From an optimization exercise on the open Yosys and OpenROAD flow, aimed at small area, a short achievable clock period and few clock cycles per item; shortcuts taken in it are not production practice. Only simulation tests tie the RTL to the original design; equivalence was not proved.

==> flow/design.v, too long to show whole: its modules and the start of the top module <==
// module cfma_core: 165 lines
// module cfma_tree: 4600 lines
// module cfma_prefix: 969 lines
// module cfma_lzc: 517 lines
// module caldera_fma: 38 lines
module caldera_fma (
    input  wire        clk,
    input  wire        rst,
    input  wire        in_valid,
    output wire        in_ready,
    input  wire [1:0]  in_op,
    input  wire [63:0] in_a,
    input  wire [63:0] in_b,
    input  wire [63:0] in_c,
    output wire        out_valid,
    output wire [63:0] out_result
);
  // ...
==> flow/flow/run.sh <==
#!/bin/bash
# The standard layout (standard.sh) with two changes to how it is made:
#  1. Between the standard synthesis and the floorplan, flow/polarity.py
#     removes inverters around full adders by using some full-adder cells in
#     their inverted (self-dual) form. Registers and all other cells are
#     untouched; the unmodified netlist is kept as 1_2_yosys_standard.v.
#  2. The timing repair of the floorplan, CTS and global-route steps is asked
#     to leave SETUP_SLACK_MARGIN ns of setup slack at the design's 32 ns
#     clock, so that it works on the period the design achieves.
#  3. Every input and output port still gets a buffer, but buffer_ports starts
#     from the smallest buffer (the timing repair resizes it where needed)
#     instead of a delay buffer.
# Each tool's full output goes to a log file of its own in this folder
# (flow_synth.log, flow_polarity.log, flow_layout.log); ORFS's steps also keep
# their logs under orfs/logs/.
set -euo pipefail
WORK="$(cd "$(dirname "$0")/.." && pwd)"
cd "$WORK"
R="$WORK/orfs/results/${FLOW_PLATFORM:-sky130hd}/caldera_fma/base"
MARGIN=24.5
bash standard.sh SETUP_SLACK_MARGIN=$MARGIN synth > flow_synth.log 2>&1
cp "$R/1_2_yosys.v" "$R/1_2_yosys_standard.v"
python3 flow/polarity.py "$R/1_2_yosys_standard.v" "$R/1_2_yosys.v" > flow_polarity.log 2>&1
rm -f "$R/1_synth.odb" "$R/1_synth.sdc"
bash standard.sh SETUP_SLACK_MARGIN=$MARGIN "BUFFER_PORTS_ARGS=-buffer_cell sky130_fd_sc_hd__buf_1" finish > flow_layout.log 2>&1
==> flow/flow/polarity.py <==
#!/usr/bin/env python3
"""Inverter polarity clean-up of a synthesized sky130hd netlist.

Yosys's extract_fa finds full adders in a netlist that ABC has already mapped
to generic gates, and it often takes their inputs and outputs in inverted
form, so the synthesized netlist has many inverters between full adders. A full
adder is self-dual: fa(~a, ~b, ~c) = (~sum, ~cout). This script chooses, for
each full-adder cell, whether to use it in that inverted form, so that as few
signals as possible need an inverter, and rewires the netlist accordingly.
Only the connections of full adders and inverters change; every other cell
(all registers included) keeps its name, type and function.

Usage: polarity.py IN.v OUT.v
"""
import re
import sys
from collections import defaultdict

OUT_PINS = {"X", "Y", "Q", "Q_N", "SUM", "COUT", "HI", "LO"}
INV_RE = re.compile(r"sky130_fd_sc_hd__(clk)?inv_\d+$")
FA = "sky130_fd_sc_hd__fa_1"

src = open(sys.argv[1]).read()
cell_re = re.compile(r"^(\s*)(sky130_fd_sc_hd__\w+)\s+(\S+)\s*\((.*?)\);\n", re.S | re.M)
pin_re = re.compile(r"\.(\w+)\(([^()]*)\)")

cells = []          # [type, name, [(pin, net)], span]
for m in cell_re.finditer(src):
    pins = [(p, n.strip()) for p, n in pin_re.findall(m.group(4))]
    cells.append([m.group(2), m.group(3), pins, m.span()])

driver = {}
for i, (typ, name, pins, _) in enumerate(cells):
    for p, n in pins:
        if p in OUT_PINS:
            assert n not in driver, n
            driver[n] = (i, p)

is_inv = [bool(INV_RE.match(c[0])) for c in cells]
is_fa = [c[0] == FA for c in cells]

ports = set()
for m in re.finditer(r"^\s*(input|output|inout)\s+(\[[^\]]*\]\s*)?(\S+)\s*;", src, re.M):
    ports.add(m.group(3))
def is_port(n):
    base = n.split("[")[0].strip()
    return n in ports or base in ports

# root and parity of every net through inverter chains
memo = {}
def root(n):
    if n in memo:
        return memo[n]
    d = driver.get(n)
    if d is not None and is_inv[d[0]]:
        a = dict(cells[d[0]][2])["A"]
        r, par = root(a)
        res = (r, par ^ 1)
    else:
        res = (n, 0)
    memo[n] = res
    return res

# loads: every input pin of a non-inverter cell
loads = defaultdict(list)       # root -> [(cell, pin index, parity)]
for i, (typ, name, pins, _) in enumerate(cells):
    if is_inv[i]:
        continue
    for k, (p, n) in enumerate(pins):
        if p in OUT_PINS:
            continue
        r, par = root(n)
        loads[r].append((i, k, par))

# inverter outputs that are ports or that drive nothing but are named ports: keep out
for i, c in enumerate(cells):
    if is_inv[i]:
        y = dict(c[2])["Y"]
        assert not is_port(y), "inverter drives port " + y
for i, c in enumerate(cells):
    if is_fa[i]:
        for p, n in c[2]:
            if p in OUT_PINS:
                assert not is_port(n), "full adder drives port " + n

flip = [0] * len(cells)
def phys(r):
    d = driver.get(r)
    return flip[d[0]] if d is not None and is_fa[d[0]] else 0
def cost(r):
    ph = phys(r)
    for (i, k, par) in loads[r]:
        if (par ^ (flip[i] if is_fa[i] else 0)) != ph:
            return 1
    return 0

roots_of = defaultdict(set)      # fa cell -> roots it touches
for r, ls in loads.items():
    d = driver.get(r)
    if d is not None and is_fa[d[0]]:
        roots_of[d[0]].add(r)
    for (i, k, par) in ls:
        if is_fa[i]:
            roots_of[i].add(r)
for i in range(len(cells)):
    if is_fa[i]:
        for p, n in cells[i][2]:
            if p in OUT_PINS:
                roots_of[i].add(root(n)[0])

before = sum(cost(r) for r in loads)
for it in range(20):
    changed = 0
    for i in range(len(cells)):
        if not is_fa[i]:
            continue
        rs = roots_of[i]
        c0 = sum(cost(r) for r in rs)
        flip[i] ^= 1
        c1 = sum(cost(r) for r in rs)
        if c1 < c0:
            changed += 1
        else:
            flip[i] ^= 1
    if not changed:
        break
after = sum(cost(r) for r in loads)

# rewrite: one inverter per root that needs one, reusing an old inverter's
# name and output net where there is one
old_inv = {}
for i, c in enumerate(cells):
    if is_inv[i]:
        pins = dict(c[2])
        r, par = root(pins["Y"])
        if par == 1 and r not in old_inv:
            old_inv[r] = (c[1], pins["Y"])
new_cells = []
inv_net = {}
count = 0
for r in loads:
    if cost(r):
        if r in old_inv:
            nm, net = old_inv[r]
        else:
            count += 1
            nm, net = "_pinv%d_" % count, "_pinvn%d_" % count
        inv_net[r] = net
        new_cells.append(("sky130_fd_sc_hd__inv_1", nm, [("A", r), ("Y", net)]))
for r, ls in loads.items():
    ph = phys(r)
    for (i, k, par) in ls:
        want = par ^ (flip[i] if is_fa[i] else 0)
        p, _ = cells[i][2][k]
        cells[i][2][k] = (p, r if want == ph else inv_net[r])

def emit(typ, name, pins, indent="  "):
    body = ",\n".join("%s  .%s(%s )" % (indent, p, n) for p, n in pins)
    return "%s%s %s (\n%s\n%s);\n" % (indent, typ, name, body, indent)

out = []
pos = 0
for i, c in enumerate(cells):
    s, e = c[3]
    out.append(src[pos:s])
    if not is_inv[i]:
        out.append(emit(c[0], c[1], c[2]))
    pos = e
out.append("".join(emit(*nc) for nc in new_cells))
out.append(src[pos:])
text = "".join(out)
# declare new nets
decl = "".join("  wire %s;\n" % net for net in sorted(set(inv_net.values())) if net.startswith("_pinvn"))
text = re.sub(r"(\n\s*wire [^\n]*;\n)", lambda m: m.group(1) + decl, text, count=1)
open(sys.argv[2], "w").write(text)
ninv = sum(is_inv)
nflip = sum(flip)
sys.stderr.write("polarity: %d inverters before, %d after; %d of %d full adders inverted\n"
                 % (ninv, len(new_cells), nflip, sum(is_fa)))
==> flow/standard.sh <==
#!/bin/bash
# synth_recipe.tcl (not shown) runs the flow's synth.tcl, then flattens the netlist and writes it again
# the make line also repeats each setting of config.mk as NAME=value (left out here)
make -C /OpenROAD-flow-scripts/flow DESIGN_CONFIG=/design/flow/config.mk WORK_HOME=/design/flow/orfs CLKGATE_MAP_FILE= SYNTH_SCRIPT=/design/flow/synth_recipe.tcl "${@:-finish}"
==> flow/config.mk <==
export PLATFORM = sky130hd
export DESIGN_NAME = caldera_fma
export DESIGN_NICKNAME = caldera_fma
export VERILOG_FILES = /design/flow/design.v
export SDC_FILE = /design/flow/constraint.sdc
export NUM_CORES = 4
export LEC_CHECK = 0
export ABC_AREA = 1
export CAP_MARGIN = 20
export CORE_MARGIN = 2
export CORE_UTILIZATION = 40
export PLACE_DENSITY = 0.55
export SLEW_MARGIN = 20
==> flow/constraint.sdc <==
create_clock -name core_clock -period 32.0 [get_ports {clk}]
set_input_delay 6.4000 -clock core_clock [delete_from_list [all_inputs] [get_ports {clk}]]
set_output_delay 6.4000 -clock core_clock [all_outputs]
set_load 0.01 [all_outputs]
==> metrics.md, run 1 <==
| Metric | Value |
|---|---|
| WHS Endpoint | u_core.s2_inf$_DFF_P_ |
| Multi-input logic area | 0.0843 mm2 |
| Clock transition at path regs | 0.08 ns |
| Fmax | 130 MHz |
| DR WL/cell | roughly 33 um |
| Ports | between 200 and 300 |
| Final ANT Viol Nets | 0 |
| Largest net degree at the start of global routing | 98 |
| Outcome | complete, no violations |
| Nets | 15,876 |
| Detailed Place HPWL | ~400,000 um |
| RSZ-0062 raised after global routing | yes |
| Crit path from | u_core.r[12]$_SDFF_PP0_ |
| CP delay by family, top | flip-flops |
| Vias in the first global route | 106,521 |
| Min-Delay Path Class | register to register |
| Reg area | 0.0149 mm2 |
| Global Route Usage Sum | a little over 40% |
| Top layer in use | met5 |
| R2r setup slk | between 20 and 25 ns |
| Initial antenna violation count | 28 |
| Num Clock Sinks | between 700 and 800 |
| Grt peak-use layer | met2 |
| Startpoint Class | register |
Testbench counts, summed over its fixed seeds: cycles 16,016, items 16,000.
==> inputs of run 2 (changes only) <==
--- a/flow/flow/run.sh
+++ b/flow/flow/run.sh
@@ -7,9 +7,6 @@
 #  2. The timing repair of the floorplan, CTS and global-route steps is asked
 #     to leave SETUP_SLACK_MARGIN ns of setup slack at the design's 32 ns
 #     clock, so that it works on the period the design achieves.
-#  3. Every input and output port still gets a buffer, but buffer_ports starts
-#     from the smallest buffer (the timing repair resizes it where needed)
-#     instead of a delay buffer.
 # Each tool's full output goes to a log file of its own in this folder
 # (flow_synth.log, flow_polarity.log, flow_layout.log); ORFS's steps also keep
 # their logs under orfs/logs/.
@@ -22,4 +19,4 @@
 cp "$R/1_2_yosys.v" "$R/1_2_yosys_standard.v"
 python3 flow/polarity.py "$R/1_2_yosys_standard.v" "$R/1_2_yosys.v" > flow_polarity.log 2>&1
 rm -f "$R/1_synth.odb" "$R/1_synth.sdc"
-bash standard.sh SETUP_SLACK_MARGIN=$MARGIN "BUFFER_PORTS_ARGS=-buffer_cell sky130_fd_sc_hd__buf_1" finish > flow_layout.log 2>&1
+bash standard.sh SETUP_SLACK_MARGIN=$MARGIN finish > flow_layout.log 2>&1
==> flow/config.mk (replaced) <==
export PLATFORM = sky130hd
export DESIGN_NAME = caldera_fma
export DESIGN_NICKNAME = caldera_fma
export VERILOG_FILES = /design/flow/design.v
export SDC_FILE = /design/flow/constraint.sdc
export NUM_CORES = 4
export LEC_CHECK = 0
export CAP_MARGIN = 20
export CORE_MARGIN = 2
export CORE_UTILIZATION = 35
export PLACE_DENSITY = 0.5
export SLEW_MARGIN = 20
==> metrics.md, run 2 <==
| Metric | Value |
|---|---|
| Outcome | complete, no violations (unchanged) |
| Hold WS | 0.330 ns (was 0.326 ns) |
| Arrival time at the worst endpoint | 1.31 ns (was 1.30 ns) |
| Slowest CP cell | dfxtp_2 (was dfxtp_1) |
| Die Y | 568 um (was 526 um) |
| Final Instance Count excl. Fillers | 16,178 (was 17,608) |
| Slew of the pin with the lowest slew margin | 1.28 ns (was 1.31 ns) |
| Placeable Area | 0.315 mm2 (was 0.271 mm2) |
| Cell count after synthesis | 12,318 (was 14,341) |
| Setup violators final | 0 (unchanged) |
| Fin util | 38.8% (was 43.3%) |
| Regs by FF count | u_core.s1_s x163, u_core.s2_mag x163, u_core.s1_c x106 (unchanged) |
| R2R Path Start | s0_b[53]$_SDFF_PP1_ (was s0_a[53]$_DFF_P_) |
| R2r setup slk | 24.51 ns (was 24.56 ns) |
| # fillers | 31,757 (was 28,027) |
| Num Clock Sinks | 742 (unchanged) |
| DR WL/cell | 37.5 um (was 33.0 um) |
| RSZ-0062 raised after global routing | yes (unchanged) |
| Slew Limit Fails | 0 (unchanged) |
| Row count | 206 (was 191) |
| Sum Neg Setup Slack | 0 ns (unchanged) |
| Max-cap viol count | 0 (unchanged) |
| Startpoint Class | register (unchanged) |
| Gpl congestion | 1.02 (was 1.04) |
| Pre-Repair DR Iteration Count | 7 (was 9) |
| Peak per-stage delay on the critical path | 0.32 ns (about the same) |
| Critical path class | register to primary output (unchanged) |
| Detailed Place HPWL | 433,000 um (was 406,000 um) |
| Synth-to-layout area growth | 10.2% (was 7.46%) |
| Starting density of the core | 35.2% (was 40.3%) |
| R2R depth | 19 (was 18) |
| CP delay by family, top | flip-flops (unchanged) |
| Final Hold Fails | 0 (unchanged) |
| Post-Syn Nets | 14,243 (was 16,266) |
| FF-to-FF End | u_core.s1_s[64]$_DFF_P_ (unchanged) |
| Mapped cell area | 0.111 mm2 (was 0.109 mm2) |
| Data required time at the worst endpoint | 25.60 ns (about the same) |
| H-tree depth | 3 (unchanged) |
| DR DRC count | 0 (unchanged) |
| Nets | 13,853 (was 15,876) |
| DRT Wirelength | 607,000 um (was 581,000 um) |
| Normalized max-slew margin | 14.3% (was 11.6%) |
| Syn Area/Cell | 9.02 um2 (was 7.61 um2) |
| Via count | 104,522 (was 110,630) |
| WHS Endpoint | u_core.s2_inf_sign$_DFF_P_ (was u_core.s2_inf$_DFF_P_) |
| Clock skew | 0.127 ns (was 0.0782 ns) |
| Min-Delay Path Class | register to register (unchanged) |
| Clk buf depth | 4 (unchanged) |
| Skew-Pair Late Insertion Delay | 0.92 ns (was 0.87 ns) |
| Largest net degree at the start of global routing | 77 (was 98) |
| CP Depth | 1 (unchanged) |
| Syn. warnings | 2 (unchanged) |
| Peak fanout along the critical path | 1 (unchanged) |
| CTS Root Cell | clkbuf_16 (unchanged) |
| CTS buffer count | 99 (was 92) |
| Ports | 263 (unchanged) |
| Nature of the critical path endpoint | primary output (unchanged) |
| Vias/cell | 6.46 (was 6.28) |
| CP Cell Sequence | buf_6 (was buf_2) |
| CTS tree | yes (unchanged) |
| Share of cells above drive strength 1 | 10.5% (was 6.06%) |
| Min cycle time layout | 7.71 ns (was 7.70 ns) |
| Cts hold-fix bufs | 0 (unchanged) |
| Initial DRC count | 13,880 (was 16,371) |
| Most common cell after layout, fill and taps aside | xnor2_1 (was nand2_1) |
| Global Route Usage Sum | 36.4% (was 40.7%) |
| Clock transition at path regs | 0.06 ns (was 0.08 ns) |
| Die Area | 0.322 mm2 (was 0.277 mm2) |
| Vias in the first global route | 105,514 (was 106,521) |
| Most frequent cells in the layout | xnor2_1 (1,645), a22oi_1 (1,402), fa_1 (1,375) (was nand2_1 (2,532), inv_1 (1,719), xor2_1 (1,657)) |
| Fmax | 130 MHz (about the same) |
| Buf/Inv on CP | 1 (unchanged) |
| Fin crit share | 24.1% (about the same) |
| WHS Path Cells | 0 (unchanged) |
| PortBufs | 261 (unchanged) |
| Hold Startpoint | u_core.s1_inf_sign$_DFF_P_ (was u_core.s1_inf$_DFF_P_) |
| Aggregate global routing overflow | 0 (unchanged) |
| DP Cell Count | 15,917 (was 17,415) |
| Final ANT Viol Nets | 0 (unchanged) |
| First-pass GRT wire length | 837,000 um (was 810,000 um) |
| Initial antenna violation count | 24 (was 28) |
| Die Span X | 568 um (was 526 um) |
-- run 2: worst max path at each step --
stage / startpoint / to / slack [ns]
2_1_floorplan: in_op[1] / s0_b[52]$_SDFF_PP1_ / 24.81
3_3_place_gp: s0_a[53]$_DFF_P_ / u_core.s1_s[66]$_DFF_P_ / 23.37
3_5_place_dp: s0_a[53]$_DFF_P_ / u_core.s1_s[66]$_DFF_P_ / 23.30
4_1_cts: u_core.out_valid$_SDFF_PP0_ / out_valid / 24.21
5_1_grt: u_core.r[52]$_SDFF_PP1_ / out_result[52] / 24.24
6_report: u_core.r[42]$_SDFF_PP0_ / out_result[42] / 24.29
-- run 2: layout make-up --
cell class	instances	area, um2	area share (%)
clock buffer	123	2670	2.18
inverter	776	2940	2.40
antenna	15	37.5	0.0306
clock inverter	53	617	0.504
timing repair buffer	650	6070	4.95
sequential	742	15000	12.2
tap	4160	5200	4.25
multi-input combinational	9659	90000	73.5
-- run 2: through the flow --
| stage | cell area [um2] | worst slack, ns |
|---|---|---|
| 6_report | 122000 | 24.29 |
| 5_1_grt | 122000 | 24.24 |
| 4_1_cts | 121000 | 24.21 |
| 3_5_place_dp | 117000 | 23.30 |
| 3_3_place_gp | 117000 | 23.37 |
| 2_1_floorplan | 111000 | 24.81 |
-- run 2: per-layer routing --
metal / global-route usage (%) / vias up / wire length (um)
li1: - / 41940 / -
met1: 43.6 / 52472 / 222000
met2: 54.5 / 7695 / 256000
met3: 10.9 / 2393 / 68900
met4: 28.6 / 22 / 59900
met5: 0.357 / - / 287
-- run 2: timing repair --
action / CTS / global route
cloned: 9 / 8
gates resized for setup: 407 / 185
setup endpoints to repair: 276 / 252
hold endpoints to repair: 0 / 0
pin swaps: 12 / 14
setup buffers: 20 / 33

-- static timing again, ports no longer ideal --
No port has a modelled driver above. Below, the same layouts with a new extraction and two added sets of constraints. Step 1 (the two cells are an assumption about what drives the block):
set clk [get_ports {clk}]
set_driving_cell -lib_cell sky130_fd_sc_hd__clkbuf_16 $clk
set_driving_cell -lib_cell sky130_fd_sc_hd__buf_2 [delete_from_list [all_inputs] $clk]
Step 2 adds t to the input delays and takes it off the output delays; t is the mean of the earliest and latest rising clock arrival at the registers after step 1. Input paths then give back, and output paths get back, about the clock's delay inside the block. Three values: ideal ports, drivers, drivers and shift; two values: the first two.
| run | t (ns) | setup slack, ns | worst register clock-pin slew, ns | worst slew at a driven data input, ns |
|---|---|---|---|---|
| run 1 | 0.915 | 24.301 / 24.214 / 24.294 | 0.08 / 0.08 | 0.21 |
| run 2 | 0.971 | 24.292 / 24.171 / 23.962 | 0.08 / 0.08 | 0.07 |
After both steps setup and hold are still met in every run listed. The setup slack of run 2, which loses most, moves by -0.121 ns with the drivers and by -0.330 ns with both steps.
